Source: an optimization exercise on an open RTL-to-GDS flow (aim: small area). Production flows keep margins and buffers that such runs may drop.
For this run, only the layout was checked, not whether the RTL still works.
Power figures rest on the tool's default switching activity, not on a simulated workload.

===== design/flow/run.sh =====
#!/bin/bash
# synth_recipe.tcl (not shown) runs the flow's synth.tcl, then flattens the netlist and writes it again
# the make line also repeats each setting of config.mk as NAME=value (left out here)
make -C /OpenROAD-flow-scripts/flow DESIGN_CONFIG=/design/flow/config.mk WORK_HOME=/design/flow/orfs CLKGATE_MAP_FILE= SYNTH_SCRIPT=/design/flow/synth_recipe.tcl finish

===== design/flow/config.mk =====
export PLATFORM = sky130hd
export DESIGN_NAME = cvu_pair
export DESIGN_NICKNAME = cvu_pair
export VERILOG_FILES = /design/flow/design.v
export SDC_FILE = /design/flow/constraint.sdc
export NUM_CORES = 4
export LEC_CHECK = 0
export CAP_MARGIN = 20
export CORE_MARGIN = 2
export CORE_UTILIZATION = 40
export PLACE_DENSITY = 0.6
export SLEW_MARGIN = 20

===== design/flow/constraint.sdc =====
create_clock -name core_clock -period 10.0 [get_ports {clk}]
set_input_delay 2.0000 -clock core_clock [delete_from_list [all_inputs] [get_ports {clk}]]
set_output_delay 2.0000 -clock core_clock [all_outputs]
set_load 0.01 [all_outputs]

===== design/flow/design.v =====
module cvu_crc (
    input  wire [1:0]  poly,
    input  wire [31:0] val,
    input  wire [31:0] data,
    input  wire [1:0]  nb,
    output wire [31:0] val_out
);
    wire n1 = ~nb[1] & ~nb[0];
    wire n2 = ~nb[1] &  nb[0];
    wire n4 =  nb[1];
    wire [31:0] x = val ^ data;
    wire [31:0] y32 = {n4 ? x[31:24] : n2 ? x[15:8] : x[7:0],
                       n4 ? x[23:16] : {8{n2}} & x[7:0],
                       x[15:0] & {16{n4}}};
    wire [31:0] z32 = n1 ? {8'd0, val[31:8]} : n2 ? {16'd0, val[31:16]} : 32'd0;
    wire [31:0] ta, tc;
    cvu_t32a u_ta (.y(y32), .t(ta));
    cvu_t32c u_tc (.y(y32), .t(tc));
    wire [31:0] r32 = z32 ^ (poly[0] ? tc : ta);
    wire [15:0] c16 = val[15:0];
    wire [7:0]  h16 = c16[15:8] ^ data[7:0];
    wire [31:0] y16 = {n4 ? (c16 ^ {data[7:0], data[15:8]}) : 16'd0,
                       n4 ? data[23:16] : {8{n2}} & h16,
                       n4 ? data[31:24] : n2 ? (c16[7:0] ^ data[15:8]) : h16};
    wire [15:0] t16;
    cvu_t16 u_t16 (.y(y16), .t(t16));
    wire [15:0] r16 = t16 ^ {c16[7:0] & {8{n1}}, 8'd0};
    wire [7:0]  h8 = val[7:0] ^ data[7:0];
    wire [31:0] y8 = {n4 ? h8 : 8'd0,
                      n4 ? data[15:8] : 8'd0,
                      n4 ? data[23:16] : {8{n2}} & h8,
                      n4 ? data[31:24] : n2 ? data[15:8] : h8};
    wire [7:0]  t8;
    cvu_t8 u_t8 (.y(y8), .t(t8));
    assign val_out = poly[1] ? (poly[0] ? {24'd0, t8} : {16'd0, r16}) : r32;
endmodule
module cvu_t32a (
    input  wire [31:0] y,
    output wire [31:0] t
);
    assign t[0] = y[0] ^ y[1] ^ y[2] ^ y[3] ^ y[4] ^ y[6] ^ y[7] ^ y[8] ^ y[16] ^ y[20] ^ y[22] ^ y[23] ^ y[26];
    assign t[1] = y[1] ^ y[2] ^ y[3] ^ y[4] ^ y[5] ^ y[7] ^ y[8] ^ y[9] ^ y[17] ^ y[21] ^ y[23] ^ y[24] ^ y[27];
    assign t[2] = y[0] ^ y[2] ^ y[3] ^ y[4] ^ y[5] ^ y[6] ^ y[8] ^ y[9] ^ y[10] ^ y[18] ^ y[22] ^ y[24] ^ y[25] ^ y[28];
    assign t[3] = y[1] ^ y[3] ^ y[4] ^ y[5] ^ y[6] ^ y[7] ^ y[9] ^ y[10] ^ y[11] ^ y[19] ^ y[23] ^ y[25] ^ y[26] ^ y[29];
    assign t[4] = y[2] ^ y[4] ^ y[5] ^ y[6] ^ y[7] ^ y[8] ^ y[10] ^ y[11] ^ y[12] ^ y[20] ^ y[24] ^ y[26] ^ y[27] ^ y[30];
    assign t[5] = y[0] ^ y[3] ^ y[5] ^ y[6] ^ y[7] ^ y[8] ^ y[9] ^ y[11] ^ y[12] ^ y[13] ^ y[21] ^ y[25] ^ y[27] ^ y[28] ^ y[31];
    assign t[6] = y[0] ^ y[2] ^ y[3] ^ y[9] ^ y[10] ^ y[12] ^ y[13] ^ y[14] ^ y[16] ^ y[20] ^ y[23] ^ y[28] ^ y[29];
    assign t[7] = y[1] ^ y[3] ^ y[4] ^ y[10] ^ y[11] ^ y[13] ^ y[14] ^ y[15] ^ y[17] ^ y[21] ^ y[24] ^ y[29] ^ y[30];
    assign t[8] = y[0] ^ y[2] ^ y[4] ^ y[5] ^ y[11] ^ y[12] ^ y[14] ^ y[15] ^ y[16] ^ y[18] ^ y[22] ^ y[25] ^ y[30] ^ y[31];
    assign t[9] = y[0] ^ y[2] ^ y[4] ^ y[5] ^ y[7] ^ y[8] ^ y[12] ^ y[13] ^ y[15] ^ y[17] ^ y[19] ^ y[20] ^ y[22] ^ y[31];
    assign t[10] = y[0] ^ y[2] ^ y[4] ^ y[5] ^ y[7] ^ y[9] ^ y[13] ^ y[14] ^ y[18] ^ y[21] ^ y[22] ^ y[26];
    assign t[11] = y[1] ^ y[3] ^ y[5] ^ y[6] ^ y[8] ^ y[10] ^ y[14] ^ y[15] ^ y[19] ^ y[22] ^ y[23] ^ y[27];
    assign t[12] = y[2] ^ y[4] ^ y[6] ^ y[7] ^ y[9] ^ y[11] ^ y[15] ^ y[16] ^ y[20] ^ y[23] ^ y[24] ^ y[28];
    assign t[13] = y[0] ^ y[3] ^ y[5] ^ y[7] ^ y[8] ^ y[10] ^ y[12] ^ y[16] ^ y[17] ^ y[21] ^ y[24] ^ y[25] ^ y[29];
    assign t[14] = y[0] ^ y[1] ^ y[4] ^ y[6] ^ y[8] ^ y[9] ^ y[11] ^ y[13] ^ y[17] ^ y[18] ^ y[22] ^ y[25] ^ y[26] ^ y[30];
    assign t[15] = y[1] ^ y[2] ^ y[5] ^ y[7] ^ y[9] ^ y[10] ^ y[12] ^ y[14] ^ y[18] ^ y[19] ^ y[23] ^ y[26] ^ y[27] ^ y[31];
    assign t[16] = y[1] ^ y[4] ^ y[7] ^ y[10] ^ y[11] ^ y[13] ^ y[15] ^ y[16] ^ y[19] ^ y[22] ^ y[23] ^ y[24] ^ y[26] ^ y[27] ^ y[28];
    assign t[17] = y[2] ^ y[5] ^ y[8] ^ y[11] ^ y[12] ^ y[14] ^ y[16] ^ y[17] ^ y[20] ^ y[23] ^ y[24] ^ y[25] ^ y[27] ^ y[28] ^ y[29];
    assign t[18] = y[0] ^ y[3] ^ y[6] ^ y[9] ^ y[12] ^ y[13] ^ y[15] ^ y[17] ^ y[18] ^ y[21] ^ y[24] ^ y[25] ^ y[26] ^ y[28] ^ y[29] ^ y[30];
    assign t[19] = y[0] ^ y[1] ^ y[4] ^ y[7] ^ y[10] ^ y[13] ^ y[14] ^ y[16] ^ y[18] ^ y[19] ^ y[22] ^ y[25] ^ y[26] ^ y[27] ^ y[29] ^ y[30] ^ y[31];
    assign t[20] = y[0] ^ y[3] ^ y[4] ^ y[5] ^ y[6] ^ y[7] ^ y[11] ^ y[14] ^ y[15] ^ y[16] ^ y[17] ^ y[19] ^ y[22] ^ y[27] ^ y[28] ^ y[30] ^ y[31];
    assign t[21] = y[0] ^ y[2] ^ y[3] ^ y[5] ^ y[12] ^ y[15] ^ y[17] ^ y[18] ^ y[22] ^ y[26] ^ y[28] ^ y[29] ^ y[31];
    assign t[22] = y[2] ^ y[7] ^ y[8] ^ y[13] ^ y[18] ^ y[19] ^ y[20] ^ y[22] ^ y[26] ^ y[27] ^ y[29] ^ y[30];
    assign t[23] = y[0] ^ y[3] ^ y[8] ^ y[9] ^ y[14] ^ y[19] ^ y[20] ^ y[21] ^ y[23] ^ y[27] ^ y[28] ^ y[30] ^ y[31];
    assign t[24] = y[2] ^ y[3] ^ y[6] ^ y[7] ^ y[8] ^ y[9] ^ y[10] ^ y[15] ^ y[16] ^ y[21] ^ y[23] ^ y[24] ^ y[26] ^ y[28] ^ y[29] ^ y[31];
    assign t[25] = y[1] ^ y[2] ^ y[6] ^ y[9] ^ y[10] ^ y[11] ^ y[17] ^ y[20] ^ y[23] ^ y[24] ^ y[25] ^ y[26] ^ y[27] ^ y[29] ^ y[30];
    assign t[26] = y[2] ^ y[3] ^ y[7] ^ y[10] ^ y[11] ^ y[12] ^ y[18] ^ y[21] ^ y[24] ^ y[25] ^ y[26] ^ y[27] ^ y[28] ^ y[30] ^ y[31];
    assign t[27] = y[0] ^ y[1] ^ y[2] ^ y[6] ^ y[7] ^ y[11] ^ y[12] ^ y[13] ^ y[16] ^ y[19] ^ y[20] ^ y[23] ^ y[25] ^ y[27] ^ y[28] ^ y[29] ^ y[31];
    assign t[28] = y[0] ^ y[4] ^ y[6] ^ y[12] ^ y[13] ^ y[14] ^ y[16] ^ y[17] ^ y[21] ^ y[22] ^ y[23] ^ y[24] ^ y[28] ^ y[29] ^ y[30];
    assign t[29] = y[0] ^ y[1] ^ y[5] ^ y[7] ^ y[13] ^ y[14] ^ y[15] ^ y[17] ^ y[18] ^ y[22] ^ y[23] ^ y[24] ^ y[25] ^ y[29] ^ y[30] ^ y[31];
    assign t[30] = y[3] ^ y[4] ^ y[7] ^ y[14] ^ y[15] ^ y[18] ^ y[19] ^ y[20] ^ y[22] ^ y[24] ^ y[25] ^ y[30] ^ y[31];
    assign t[31] = y[0] ^ y[1] ^ y[2] ^ y[3] ^ y[5] ^ y[6] ^ y[7] ^ y[15] ^ y[19] ^ y[21] ^ y[22] ^ y[25] ^ y[31];
endmodule
module cvu_t32c (
    input  wire [31:0] y,
    output wire [31:0] t
);
    assign t[0] = y[1] ^ y[2] ^ y[4] ^ y[5] ^ y[6] ^ y[7] ^ y[9] ^ y[11] ^ y[14] ^ y[15] ^ y[16] ^ y[20] ^ y[23] ^ y[24] ^ y[25] ^ y[26] ^ y[27] ^ y[28];
    assign t[1] = y[2] ^ y[3] ^ y[5] ^ y[6] ^ y[7] ^ y[8] ^ y[10] ^ y[12] ^ y[15] ^ y[16] ^ y[17] ^ y[21] ^ y[24] ^ y[25] ^ y[26] ^ y[27] ^ y[28] ^ y[29];
    assign t[2] = y[3] ^ y[4] ^ y[6] ^ y[7] ^ y[8] ^ y[9] ^ y[11] ^ y[13] ^ y[16] ^ y[17] ^ y[18] ^ y[22] ^ y[25] ^ y[26] ^ y[27] ^ y[28] ^ y[29] ^ y[30];
    assign t[3] = y[0] ^ y[4] ^ y[5] ^ y[7] ^ y[8] ^ y[9] ^ y[10] ^ y[12] ^ y[14] ^ y[17] ^ y[18] ^ y[19] ^ y[23] ^ y[26] ^ y[27] ^ y[28] ^ y[29] ^ y[30] ^ y[31];
    assign t[4] = y[0] ^ y[2] ^ y[4] ^ y[7] ^ y[8] ^ y[10] ^ y[13] ^ y[14] ^ y[16] ^ y[18] ^ y[19] ^ y[23] ^ y[25] ^ y[26] ^ y[29] ^ y[30] ^ y[31];
    assign t[5] = y[0] ^ y[2] ^ y[3] ^ y[4] ^ y[6] ^ y[7] ^ y[8] ^ y[16] ^ y[17] ^ y[19] ^ y[23] ^ y[25] ^ y[28] ^ y[30] ^ y[31];
    assign t[6] = y[2] ^ y[3] ^ y[6] ^ y[8] ^ y[11] ^ y[14] ^ y[15] ^ y[16] ^ y[17] ^ y[18] ^ y[23] ^ y[25] ^ y[27] ^ y[28] ^ y[29] ^ y[31];
    assign t[7] = y[0] ^ y[1] ^ y[2] ^ y[3] ^ y[5] ^ y[6] ^ y[11] ^ y[12] ^ y[14] ^ y[17] ^ y[18] ^ y[19] ^ y[20] ^ y[23] ^ y[25] ^ y[27] ^ y[29] ^ y[30];
    assign t[8] = y[1] ^ y[2] ^ y[3] ^ y[4] ^ y[6] ^ y[7] ^ y[12] ^ y[13] ^ y[15] ^ y[18] ^ y[19] ^ y[20] ^ y[21] ^ y[24] ^ y[26] ^ y[28] ^ y[30] ^ y[31];
    assign t[9] = y[0] ^ y[1] ^ y[3] ^ y[6] ^ y[8] ^ y[9] ^ y[11] ^ y[13] ^ y[15] ^ y[19] ^ y[21] ^ y[22] ^ y[23] ^ y[24] ^ y[26] ^ y[28] ^ y[29] ^ y[31];
    assign t[10] = y[5] ^ y[6] ^ y[10] ^ y[11] ^ y[12] ^ y[15] ^ y[22] ^ y[26] ^ y[28] ^ y[29] ^ y[30];
    assign t[11] = y[0] ^ y[6] ^ y[7] ^ y[11] ^ y[12] ^ y[13] ^ y[16] ^ y[23] ^ y[27] ^ y[29] ^ y[30] ^ y[31];
    assign t[12] = y[2] ^ y[4] ^ y[5] ^ y[6] ^ y[8] ^ y[9] ^ y[11] ^ y[12] ^ y[13] ^ y[15] ^ y[16] ^ y[17] ^ y[20] ^ y[23] ^ y[25] ^ y[26] ^ y[27] ^ y[30] ^ y[31];
    assign t[13] = y[0] ^ y[1] ^ y[2] ^ y[3] ^ y[4] ^ y[10] ^ y[11] ^ y[12] ^ y[13] ^ y[15] ^ y[17] ^ y[18] ^ y[20] ^ y[21] ^ y[23] ^ y[25] ^ y[31];
    assign t[14] = y[3] ^ y[6] ^ y[7] ^ y[9] ^ y[12] ^ y[13] ^ y[15] ^ y[18] ^ y[19] ^ y[20] ^ y[21] ^ y[22] ^ y[23] ^ y[25] ^ y[27] ^ y[28];
    assign t[15] = y[0] ^ y[4] ^ y[7] ^ y[8] ^ y[10] ^ y[13] ^ y[14] ^ y[16] ^ y[19] ^ y[20] ^ y[21] ^ y[22] ^ y[23] ^ y[24] ^ y[26] ^ y[28] ^ y[29];
    assign t[16] = y[0] ^ y[1] ^ y[5] ^ y[8] ^ y[9] ^ y[11] ^ y[14] ^ y[15] ^ y[17] ^ y[20] ^ y[21] ^ y[22] ^ y[23] ^ y[24] ^ y[25] ^ y[27] ^ y[29] ^ y[30];
    assign t[17] = y[1] ^ y[2] ^ y[6] ^ y[9] ^ y[10] ^ y[12] ^ y[15] ^ y[16] ^ y[18] ^ y[21] ^ y[22] ^ y[23] ^ y[24] ^ y[25] ^ y[26] ^ y[28] ^ y[30] ^ y[31];
    assign t[18] = y[0] ^ y[1] ^ y[3] ^ y[4] ^ y[5] ^ y[6] ^ y[9] ^ y[10] ^ y[13] ^ y[14] ^ y[15] ^ y[17] ^ y[19] ^ y[20] ^ y[22] ^ y[28] ^ y[29] ^ y[31];
    assign t[19] = y[9] ^ y[10] ^ y[18] ^ y[21] ^ y[24] ^ y[25] ^ y[26] ^ y[27] ^ y[28] ^ y[29] ^ y[30];
    assign t[20] = y[10] ^ y[11] ^ y[19] ^ y[22] ^ y[25] ^ y[26] ^ y[27] ^ y[28] ^ y[29] ^ y[30] ^ y[31];
    assign t[21] = y[1] ^ y[2] ^ y[4] ^ y[5] ^ y[6] ^ y[7] ^ y[9] ^ y[12] ^ y[14] ^ y[15] ^ y[16] ^ y[24] ^ y[25] ^ y[29] ^ y[30] ^ y[31];
    assign t[22] = y[0] ^ y[1] ^ y[3] ^ y[4] ^ y[8] ^ y[9] ^ y[10] ^ y[11] ^ y[13] ^ y[14] ^ y[17] ^ y[20] ^ y[23] ^ y[24] ^ y[27] ^ y[28] ^ y[30] ^ y[31];
    assign t[23] = y[6] ^ y[7] ^ y[10] ^ y[12] ^ y[16] ^ y[18] ^ y[20] ^ y[21] ^ y[23] ^ y[26] ^ y[27] ^ y[29] ^ y[31];
    assign t[24] = y[0] ^ y[1] ^ y[2] ^ y[4] ^ y[5] ^ y[6] ^ y[8] ^ y[9] ^ y[13] ^ y[14] ^ y[15] ^ y[16] ^ y[17] ^ y[19] ^ y[20] ^ y[21] ^ y[22] ^ y[23] ^ y[25] ^ y[26] ^ y[30];
    assign t[25] = y[1] ^ y[2] ^ y[3] ^ y[5] ^ y[6] ^ y[7] ^ y[9] ^ y[10] ^ y[14] ^ y[15] ^ y[16] ^ y[17] ^ y[18] ^ y[20] ^ y[21] ^ y[22] ^ y[23] ^ y[24] ^ y[26] ^ y[27] ^ y[31];
    assign t[26] = y[0] ^ y[1] ^ y[3] ^ y[5] ^ y[8] ^ y[9] ^ y[10] ^ y[14] ^ y[17] ^ y[18] ^ y[19] ^ y[20] ^ y[21] ^ y[22] ^ y[26];
    assign t[27] = y[0] ^ y[1] ^ y[2] ^ y[4] ^ y[6] ^ y[9] ^ y[10] ^ y[11] ^ y[15] ^ y[18] ^ y[19] ^ y[20] ^ y[21] ^ y[22] ^ y[23] ^ y[27];
    assign t[28] = y[0] ^ y[1] ^ y[2] ^ y[3] ^ y[5] ^ y[7] ^ y[10] ^ y[11] ^ y[12] ^ y[16] ^ y[19] ^ y[20] ^ y[21] ^ y[22] ^ y[23] ^ y[24] ^ y[28];
    assign t[29] = y[1] ^ y[2] ^ y[3] ^ y[4] ^ y[6] ^ y[8] ^ y[11] ^ y[12] ^ y[13] ^ y[17] ^ y[20] ^ y[21] ^ y[22] ^ y[23] ^ y[24] ^ y[25] ^ y[29];
    assign t[30] = y[0] ^ y[2] ^ y[3] ^ y[4] ^ y[5] ^ y[7] ^ y[9] ^ y[12] ^ y[13] ^ y[14] ^ y[18] ^ y[21] ^ y[22] ^ y[23] ^ y[24] ^ y[25] ^ y[26] ^ y[30];
    assign t[31] = y[0] ^ y[1] ^ y[3] ^ y[4] ^ y[5] ^ y[6] ^ y[8] ^ y[10] ^ y[13] ^ y[14] ^ y[15] ^ y[19] ^ y[22] ^ y[23] ^ y[24] ^ y[25] ^ y[26] ^ y[27] ^ y[31];
endmodule
module cvu_t16 (
    input  wire [31:0] y,
    output wire [15:0] t
);
    assign t[0] = y[0] ^ y[4] ^ y[8] ^ y[11] ^ y[12] ^ y[19] ^ y[20] ^ y[22] ^ y[26] ^ y[27] ^ y[28];
    assign t[1] = y[1] ^ y[5] ^ y[9] ^ y[12] ^ y[13] ^ y[20] ^ y[21] ^ y[23] ^ y[27] ^ y[28] ^ y[29];
    assign t[2] = y[2] ^ y[6] ^ y[10] ^ y[13] ^ y[14] ^ y[21] ^ y[22] ^ y[24] ^ y[28] ^ y[29] ^ y[30];
    assign t[3] = y[3] ^ y[7] ^ y[11] ^ y[14] ^ y[15] ^ y[22] ^ y[23] ^ y[25] ^ y[29] ^ y[30] ^ y[31];
    assign t[4] = y[4] ^ y[8] ^ y[12] ^ y[15] ^ y[16] ^ y[23] ^ y[24] ^ y[26] ^ y[30] ^ y[31];
    assign t[5] = y[0] ^ y[4] ^ y[5] ^ y[8] ^ y[9] ^ y[11] ^ y[12] ^ y[13] ^ y[16] ^ y[17] ^ y[19] ^ y[20] ^ y[22] ^ y[24] ^ y[25] ^ y[26] ^ y[28] ^ y[31];
    assign t[6] = y[1] ^ y[5] ^ y[6] ^ y[9] ^ y[10] ^ y[12] ^ y[13] ^ y[14] ^ y[17] ^ y[18] ^ y[20] ^ y[21] ^ y[23] ^ y[25] ^ y[26] ^ y[27] ^ y[29];
    assign t[7] = y[2] ^ y[6] ^ y[7] ^ y[10] ^ y[11] ^ y[13] ^ y[14] ^ y[15] ^ y[18] ^ y[19] ^ y[21] ^ y[22] ^ y[24] ^ y[26] ^ y[27] ^ y[28] ^ y[30];
    assign t[8] = y[3] ^ y[7] ^ y[8] ^ y[11] ^ y[12] ^ y[14] ^ y[15] ^ y[16] ^ y[19] ^ y[20] ^ y[22] ^ y[23] ^ y[25] ^ y[27] ^ y[28] ^ y[29] ^ y[31];
    assign t[9] = y[4] ^ y[8] ^ y[9] ^ y[12] ^ y[13] ^ y[15] ^ y[16] ^ y[17] ^ y[20] ^ y[21] ^ y[23] ^ y[24] ^ y[26] ^ y[28] ^ y[29] ^ y[30];
    assign t[10] = y[5] ^ y[9] ^ y[10] ^ y[13] ^ y[14] ^ y[16] ^ y[17] ^ y[18] ^ y[21] ^ y[22] ^ y[24] ^ y[25] ^ y[27] ^ y[29] ^ y[30] ^ y[31];
    assign t[11] = y[6] ^ y[10] ^ y[11] ^ y[14] ^ y[15] ^ y[17] ^ y[18] ^ y[19] ^ y[22] ^ y[23] ^ y[25] ^ y[26] ^ y[28] ^ y[30] ^ y[31];
    assign t[12] = y[0] ^ y[4] ^ y[7] ^ y[8] ^ y[15] ^ y[16] ^ y[18] ^ y[22] ^ y[23] ^ y[24] ^ y[28] ^ y[29] ^ y[31];
    assign t[13] = y[1] ^ y[5] ^ y[8] ^ y[9] ^ y[16] ^ y[17] ^ y[19] ^ y[23] ^ y[24] ^ y[25] ^ y[29] ^ y[30];
    assign t[14] = y[2] ^ y[6] ^ y[9] ^ y[10] ^ y[17] ^ y[18] ^ y[20] ^ y[24] ^ y[25] ^ y[26] ^ y[30] ^ y[31];
    assign t[15] = y[3] ^ y[7] ^ y[10] ^ y[11] ^ y[18] ^ y[19] ^ y[21] ^ y[25] ^ y[26] ^ y[27] ^ y[31];
endmodule
module cvu_t8 (
    input  wire [31:0] y,
    output wire [7:0] t
);
    assign t[0] = y[0] ^ y[3] ^ y[5] ^ y[7] ^ y[8] ^ y[9] ^ y[10] ^ y[11] ^ y[12] ^ y[15] ^ y[21] ^ y[22] ^ y[23] ^ y[24] ^ y[25] ^ y[27] ^ y[30] ^ y[31];
    assign t[1] = y[0] ^ y[1] ^ y[3] ^ y[4] ^ y[5] ^ y[6] ^ y[7] ^ y[13] ^ y[15] ^ y[16] ^ y[21] ^ y[26] ^ y[27] ^ y[28] ^ y[30];
    assign t[2] = y[0] ^ y[1] ^ y[2] ^ y[3] ^ y[4] ^ y[6] ^ y[9] ^ y[10] ^ y[11] ^ y[12] ^ y[14] ^ y[15] ^ y[16] ^ y[17] ^ y[21] ^ y[23] ^ y[24] ^ y[25] ^ y[28] ^ y[29] ^ y[30];
    assign t[3] = y[0] ^ y[1] ^ y[2] ^ y[4] ^ y[8] ^ y[9] ^ y[13] ^ y[16] ^ y[17] ^ y[18] ^ y[21] ^ y[23] ^ y[26] ^ y[27] ^ y[29];
    assign t[4] = y[1] ^ y[2] ^ y[3] ^ y[5] ^ y[9] ^ y[10] ^ y[14] ^ y[17] ^ y[18] ^ y[19] ^ y[22] ^ y[24] ^ y[27] ^ y[28] ^ y[30];
    assign t[5] = y[0] ^ y[2] ^ y[4] ^ y[5] ^ y[6] ^ y[7] ^ y[8] ^ y[9] ^ y[12] ^ y[18] ^ y[19] ^ y[20] ^ y[21] ^ y[22] ^ y[24] ^ y[27] ^ y[28] ^ y[29] ^ y[30];
    assign t[6] = y[1] ^ y[3] ^ y[5] ^ y[6] ^ y[7] ^ y[8] ^ y[9] ^ y[10] ^ y[13] ^ y[19] ^ y[20] ^ y[21] ^ y[22] ^ y[23] ^ y[25] ^ y[28] ^ y[29] ^ y[30] ^ y[31];
    assign t[7] = y[2] ^ y[4] ^ y[6] ^ y[7] ^ y[8] ^ y[9] ^ y[10] ^ y[11] ^ y[14] ^ y[20] ^ y[21] ^ y[22] ^ y[23] ^ y[24] ^ y[26] ^ y[29] ^ y[30] ^ y[31];
endmodule
module cvu (
    input  wire        clk,
    input  wire        rst,
    input  wire        me,
    input  wire        e_ctrl, e_val, e_res, e_tx, e_rx, e_last, e_sync, e_exp, e_rej, e_stat,
    input  wire [31:0] wd,           
    input  wire [31:0] val_new,
    input  wire [31:0] res_new,
    input  wire [15:0] tx_new,
    input  wire [15:0] last_new,
    input  wire [31:0] exp_new,
    input  wire [31:0] rej_new,
    input  wire [2:0]  stat_new,
    output reg  [1:0]  poly,
    output reg         aen,
    output reg         mode,
    output reg  [3:0]  win,
    output reg         sync,
    output reg  [31:0] val,
    output reg  [31:0] res,
    output reg  [15:0] tx,
    output reg  [15:0] rx,
    output reg  [15:0] last,
    output reg  [31:0] expv,
    output reg  [2:0]  stat,
    output reg  [31:0] rej,
    output reg         done
);
    always @(posedge clk) begin
        if (rst | (me & e_ctrl)) begin
            poly <= wd[1:0];
            aen  <= wd[2];
            mode <= wd[3];
            win  <= {wd[7], wd[6] | rst, wd[5:4]};
        end
        if (rst | (me & e_ctrl))
            sync <= wd[8];
        else if (me & e_sync)
            sync <= 1'b0;
        if (rst | (me & e_val))  val  <= val_new;
        if (rst | (me & e_res))  res  <= res_new;
        if (rst | (me & e_stat)) stat <= stat_new;
        if (rst | (me & e_tx))   tx   <= tx_new;
        if (rst | (me & e_rx))   rx   <= wd[15:0];
        if (rst | (me & e_last)) last <= last_new;
        if (rst | (me & e_exp))  expv <= exp_new;
        if (rst | (me & e_rej))  rej  <= rej_new;
        done <= ~rst & me & e_res;
    end
endmodule
module cvu_pair (
    input  wire        clk,
    input  wire        rst,
    input  wire        sel,
    input  wire        we,
    input  wire [6:0]  addr,
    input  wire [31:0] wdata,
    output reg  [31:0] rdata,
    output wire [1:0]  done
);
    localparam W_CTRL   = 6'h00;
    localparam W_CMD    = 6'h01;
    localparam W_VAL    = 6'h02;
    localparam W_RESULT = 6'h03;
    localparam W_TX     = 6'h04;
    localparam W_RX     = 6'h05;
    localparam W_LAST   = 6'h06;
    localparam W_EXPECT = 6'h07;
    localparam W_STAT   = 6'h08;
    localparam W_REJ    = 6'h09;
    localparam W_DATA1  = 6'h0C;
    localparam W_DATA2  = 6'h0D;
    localparam W_DATA4  = 6'h0E;
    wire [5:0] widx = addr[5:0];
    wire       u    = addr[6];
    wire       wr   = sel & we;
    wire [1:0]  poly0, poly1;
    wire        aen0, aen1, mode0, mode1, sync0, sync1;
    wire [3:0]  win0, win1;
    wire [31:0] val0, val1, res0, res1, exp0, exp1, rej0, rej1;
    wire [15:0] tx0, tx1, rx0, rx1, last0, last1;
    wire [2:0]  stat0, stat1;
    wire [1:0]  poly_s = u ? poly1 : poly0;
    wire        aen_s  = u ? aen1  : aen0;
    wire        mode_s = u ? mode1 : mode0;
    wire        sync_s = u ? sync1 : sync0;
    wire [3:0]  win_s  = u ? win1  : win0;
    wire [31:0] val_s  = u ? val1  : val0;
    wire [31:0] res_s  = u ? res1  : res0;
    wire [31:0] exp_s  = u ? exp1  : exp0;
    wire [31:0] rej_s  = u ? rej1  : rej0;
    wire [15:0] tx_s   = u ? tx1   : tx0;
    wire [15:0] rx_s   = u ? rx1   : rx0;
    wire [15:0] last_s = u ? last1 : last0;
    wire [2:0]  stat_s = u ? stat1 : stat0;
    wire w16 = ~poly_s[1] | ~poly_s[0];    
    wire w32 = ~poly_s[1];                 
    wire [31:0] mask = {{16{w32}}, {8{w16}}, 8'hFF};
    wire i_ctrl = widx == W_CTRL;
    wire i_cmd  = widx == W_CMD;
    wire i_val  = widx == W_VAL;
    wire i_tx   = widx == W_TX;
    wire i_rx   = widx == W_RX;
    wire i_last = widx == W_LAST;
    wire i_exp  = widx == W_EXPECT;
    wire i_d1   = widx == W_DATA1;
    wire i_d2   = widx == W_DATA2;
    wire i_d4   = widx == W_DATA4;
    wire i_data = i_d1 | i_d2 | i_d4;
    wire start  = i_cmd & wdata[0];
    wire finish = i_cmd & wdata[1];
    wire clrrej = i_cmd & wdata[2];
    wire [15:0] alive_s = mode_s ? rx_s : tx_s;
    wire [31:0] fold_in = i_data ? val_s : 32'hFFFF_FFFF;
    wire [31:0] fold_d  = i_data ? wdata : {16'd0, alive_s};
    wire [1:0]  fold_n  = i_data ? {i_d4, i_d2} : 2'b01;
    wire [31:0] folded;
    cvu_crc u_crc (.poly(poly_s), .val(fold_in), .data(fold_d), .nb(fold_n), .val_out(folded));
    wire [31:0] val_new = rst ? 32'd0 :
                          i_val ? (wdata & mask) :
                          (i_cmd & ~aen_s) ? mask : folded;
    wire [31:0] xorout  = {{16{w32}}, {8{w32}}, {8{w32 | poly_s[0]}}};
    wire [31:0] res_new = rst ? 32'd0 : (val_s ^ xorout) & mask;
    wire [31:0] diff    = res_new ^ exp_s;
    wire        crc_bad = (|diff[7:0]) | (w16 & |diff[15:8]) | (w32 & |diff[31:16]);
    wire [15:0] d       = rx_s - last_s;
    wire [3:0]  win     = (win_s == 4'd0) ? 4'd1 : win_s;
    wire        in_win  = (d[15:4] == 12'd0) && (d[3:0] != 4'd0) && (d[3:0] <= win);
    wire        alive_bad = aen_s & ~sync_s & ~in_win;
    wire        pass    = ~crc_bad & ~alive_bad;
    wire [2:0]  stat_new = (rst | ~mode_s) ? 3'd0 : {alive_bad, crc_bad, pass};
    wire [15:0] tx_new   = rst ? 16'd0 : i_tx ? wdata[15:0] : tx_s + 16'd1;
    wire [15:0] last_new = rst ? 16'd0 : i_last ? wdata[15:0] : rx_s;
    wire [31:0] rej_new  = (rst | clrrej) ? 32'd0 : rej_s + 32'd1;
    wire        rej_max  = &rej_s;
    wire [31:0] wd_g     = rst ? 32'd0 : wdata;
    wire [31:0] exp_new  = wd_g & mask;
    wire e_ctrl = wr & i_ctrl;
    wire e_val  = wr & (i_val | i_data | start);
    wire e_res  = wr & finish;
    wire e_tx   = wr & (i_tx | (finish & ~mode_s & aen_s));
    wire e_rx   = wr & i_rx;
    wire e_last = wr & (i_last | (finish & mode_s & pass & aen_s));
    wire e_sync = wr & finish & mode_s & pass & aen_s;
    wire e_exp  = wr & i_exp;
    wire e_rej  = wr & (clrrej | (finish & mode_s & ~pass & ~rej_max));
    cvu u_cvu2 (
        .clk(clk), .rst(rst), .me(~u),
        .e_ctrl(e_ctrl), .e_val(e_val), .e_res(e_res), .e_tx(e_tx), .e_rx(e_rx),
        .e_last(e_last), .e_sync(e_sync), .e_exp(e_exp), .e_rej(e_rej), .e_stat(e_res),
        .wd(wd_g), .val_new(val_new), .res_new(res_new), .tx_new(tx_new),
        .last_new(last_new), .exp_new(exp_new), .rej_new(rej_new), .stat_new(stat_new),
        .poly(poly0), .aen(aen0), .mode(mode0), .win(win0), .sync(sync0),
        .val(val0), .res(res0), .tx(tx0), .rx(rx0), .last(last0), .expv(exp0),
        .stat(stat0), .rej(rej0), .done(done[0])
    );
    cvu u_cvu3 (
        .clk(clk), .rst(rst), .me(u),
        .e_ctrl(e_ctrl), .e_val(e_val), .e_res(e_res), .e_tx(e_tx), .e_rx(e_rx),
        .e_last(e_last), .e_sync(e_sync), .e_exp(e_exp), .e_rej(e_rej), .e_stat(e_res),
        .wd(wd_g), .val_new(val_new), .res_new(res_new), .tx_new(tx_new),
        .last_new(last_new), .exp_new(exp_new), .rej_new(rej_new), .stat_new(stat_new),
        .poly(poly1), .aen(aen1), .mode(mode1), .win(win1), .sync(sync1),
        .val(val1), .res(res1), .tx(tx1), .rx(rx1), .last(last1), .expv(exp1),
        .stat(stat1), .rej(rej1), .done(done[1])
    );
    reg [31:0] rd_raw;
    always @* begin
        case (widx)
            W_CTRL:   rd_raw = {23'd0, sync_s, win_s, mode_s, aen_s, poly_s};
            W_VAL:    rd_raw = val_s;
            W_RESULT: rd_raw = res_s;
            W_TX:     rd_raw = {16'd0, tx_s};
            W_RX:     rd_raw = {16'd0, rx_s};
            W_LAST:   rd_raw = {16'd0, last_s};
            W_EXPECT: rd_raw = exp_s;
            W_STAT:   rd_raw = {29'd0, stat_s};
            W_REJ:    rd_raw = rej_s;
            default:  rd_raw = 32'd0;
        endcase
        rdata = rd_raw & (mask | ~{32{i_val | (widx == W_RESULT) | i_exp}});
    end
endmodule

==> qor.yml <==
wl_per_cell_um: 31.1
yosysWarnings: 2
status: "timing/DRC/antenna clean"
place_area_um2: 32300
clock_sinks: 378
antenna_found_initial: 2
rsz0062_at_grt: "false"
synthCells: 2966
avgSynthCellArea_um2: 10.2
r2r_end: "u_cvu3.val[10]"
synth-edff-count: 376
multiInputGateArea_um2: 18100
grt_start_max_net_pins: 70
dp_slack_ns: 2.29
max_freq_mhz: 129
cts_made_buffers: 40
hold_start: "u_cvu3.rej[0]"
syn-num-nets: 3031
crit_path_end_kind: "output port"
ctsHoldBuffers: 0
placed_cells: 3935
cts_buffer_depth: 3
cts_root_buf: "clkbuf_16"
htreeDepth: 2
crit_fanout: 58
hold_violations: 0
core_um2: 75600
powerDensity_nw_per_um2: 236
grt_pass1_wl_um: 175000
fin_cells: 4000
ir_drop_mv: 0.132
synth_ff_type: "edfxtp_1"
finish.net_count: 3064
syn-cell-area_um2: 30400
critPathKind: "primary input to output port"
skew_ns: 0.0120
finalCriticalPeriod_ns: 7.76
fp.dieH_um: 280
tns_ns: 0
crit_start: "addr[6]"
cts_tree: "built"
clkTransAtPathRegs_ns: 0.06
async_flop_share: 0
setup_violations: 0
vias_per_cell: 6.13
start_util: 0.402
min_path_cells: 2
whs_ns: 0.766
yosysUniqueCellTypes: 97
worst_pin_slew_ns: 1.21
drtPass1Iterations: 6
syn2layout_area_growth_pct: 10.5
chipWidth_um: 280
cp.required_ns: 8.00
r2r_cells: 12
grt_pass1_vias: 23800
leakage_nw: 12.0
period_share: 0.776
fin_ws_ns: 2.24
rrSetupSlack_ns: 4.58
io_pins: 77
drtIter0Drc: 3246
grt_usage: 0.310
diodes: 0
worstSetupStartpointType: "primary input"
row_count: 101
slew_violations: 0
drive_gt1_frac: 0.105
fin_area_um2: 33600
synth_seq_cells: 378
finalWirelength_um: 124000
globalplace.congestion: 1.02
slew-limit-headroom: 0.171
nFillCells: 7165
vias: 24500
io_buffer_count: 76
yosysSeqAreaShare: 0.373
hpwl_um: 93500
antenna_left: 0
die_area_um2: 78200
critPathArrivalTime_ns: 5.76
insertion_delay_ns: 0.55
drcViolationCount: 0
holdCritPathClass: "flop to flop"
post_cts_buffers: 0
drv_cap: 0
grt_overflow: 0
seqCellArea_um2: 11300
r2r_start: "u_cvu2.mode"
ctsResizeCount: 0
whs_endpoint: "u_cvu2.rej[0]"
-- where the power goes --
group | switching [W] | total (W) | leakage (nW) | internal (W)
clock network | 0.000629 | 0.00150 | 0.618 | 0.000870
registers | 0.0000588 | 0.00204 | 3.84 | 0.00198
logic | 0.00264 | 0.00439 | 7.57 | 0.00175
-- kinds of logic after synthesis --
| logic type | count (synthesis) | synth area share |
|---|---|---|
| xor+xnor | 761 | 0.249 |
| flops | 378 | 0.373 |
| simple gates | 753 | 0.114 |
| buf+inv | 227 | 0.0354 |
| fa+ha+maj | 22 | 0.00931 |
| compound gates | 540 | 0.118 |
| mux | 285 | 0.102 |
-- state kept, by name, summed over array words and instances (netlist names), 2 cells and up --
register / count
u_cvu3.stat: 3
u_cvu3.expv: 32
u_cvu2.expv: 32
u_cvu2.poly: 2
u_cvu3.rx: 16
u_cvu3.val: 32
u_cvu2.val: 32
u_cvu3.tx: 16
u_cvu3.res: 32
u_cvu3.win: 4
u_cvu2.win: 4
u_cvu2.rx: 16
u_cvu2.tx: 16
u_cvu2.res: 32
u_cvu2.rej: 32
u_cvu3.last: 16
u_cvu3.rej: 32
u_cvu2.last: 16
u_cvu3.poly: 2
u_cvu2.stat: 3
-- synth_stat cells, types with 25 or more instances --
cell | n | area (um2)
xor2_1 | 164 | 1440
and2_1 | 34 | 213
clkbuf_1 | 95 | 357
nor2_1 | 310 | 1160
inv_1 | 45 | 169
nor2b_1 | 29 | 181
nand2_1 | 170 | 638
buf_1 | 25 | 93.8
edfxtp_1 | 376 | 11300
nand2b_1 | 31 | 194
a21oi_1 | 139 | 696
xnor3_1 | 40 | 901
buf_2 | 28 | 140
o21ai_0 | 83 | 415
o22ai_1 | 86 | 538
mux2i_1 | 198 | 1980
nand3_1 | 38 | 190
nor3_1 | 53 | 265
mux2_2 | 61 | 687
xnor2_1 | 526 | 4610
a211oi_1 | 39 | 293
-- metrics by stage --
step           total power (W)   util
6_report               0.00793  0.444
5_1_grt                0.00817  0.444
4_1_cts                0.00782  0.444
3_5_place_dp           0.00632  0.427
3_3_place_gp           0.00632  0.427
2_1_floorplan          0.00503      -
-- layer usage --
layer	GRT usage	routed length (um)
met1	0.409	49600
met2	0.484	55100
met3	0.0535	11600
met4	0.174	8000
met5	0	0
-- worst max-delay path: stages --
cell and delay [ns]:
buf_8 0.45, buf_4 0.63, buf_4 0.69, mux2i_1 0.53, o22ai_1 0.18, a221oi_1 0.50
nor2_1 0.10, clkdlybuf4s50_1 0.51
-- layout make-up --
type | instances | area share
clock inverters | 15 | 0.00708
well taps | 978 | 0.0364
inverters | 45 | 0.00503
clock buffers | 50 | 0.0309
flip-flops and latches | 378 | 0.337
repair buffers | 173 | 0.0440
multi-input cells | 2361 | 0.539
-- worst max path at each step --
stage	cells past startpoint	end
after detailed placement	15	u_cvu2.val[12]
final	8	rdata[23]
after global routing	8	rdata[23]
after global placement	15	u_cvu2.val[12]
after CTS	8	rdata[23]
after floorplan	27	u_cvu2.last[0]
-- cell usage in the layout (no fill, tap or decap), types with 10 or more instances in the layout --
cell and n:
mux2i_4 11, nand2b_1 31, nand3_1 38, xnor3_1 40, nand2_1 167, and2_1 34, a211oi_1 39, a31oi_1 18
o22ai_1 86, or3_1 12, nor2_1 306, o211ai_1 13, a221oi_1 16, xnor2_1 524, nor2b_1 29, a21o_1 18
clkdlybuf4s50_1 72, edfxtp_1 376, mux2i_1 192, mux2_2 61, o31ai_1 11, o22a_1 10, a21oi_1 139, o21ai_0 83
buf_4 97, inv_1 45, nor4_1 13, nor3_1 51, xnor2_2 20, ha_1 21, mux2i_2 19, clkbuf_1 10
xor2_1 164, clkbuf_16 40, and3_1 14

[static timing again, ports no longer ideal]
How much do the figures lean on ideal ports? The routed layout below was timed once more, with nothing changed but the port constraints. Step 1: set_driving_cell puts a clkbuf_16 on clk and a buf_2 on each other input, an assumption about the parent block. Step 2 also shifts input and output timing later by t, the mid clock arrival at the registers, as if the neighbouring blocks saw the same clock. Slacks: no drivers / after step 1 / after step 2; pairs: no drivers / after step 1.
shift t [ns]: 0.605
slack for setup (ns): 2.242 / 2.177 / 2.032
worst slew at a driven data input, ns: 0.06
cell pins on the clock port's net: 1
After both steps this run still meets setup and hold. For this run, drivers alone change the setup slack by -0.065 ns; drivers and shift together by -0.210 ns.
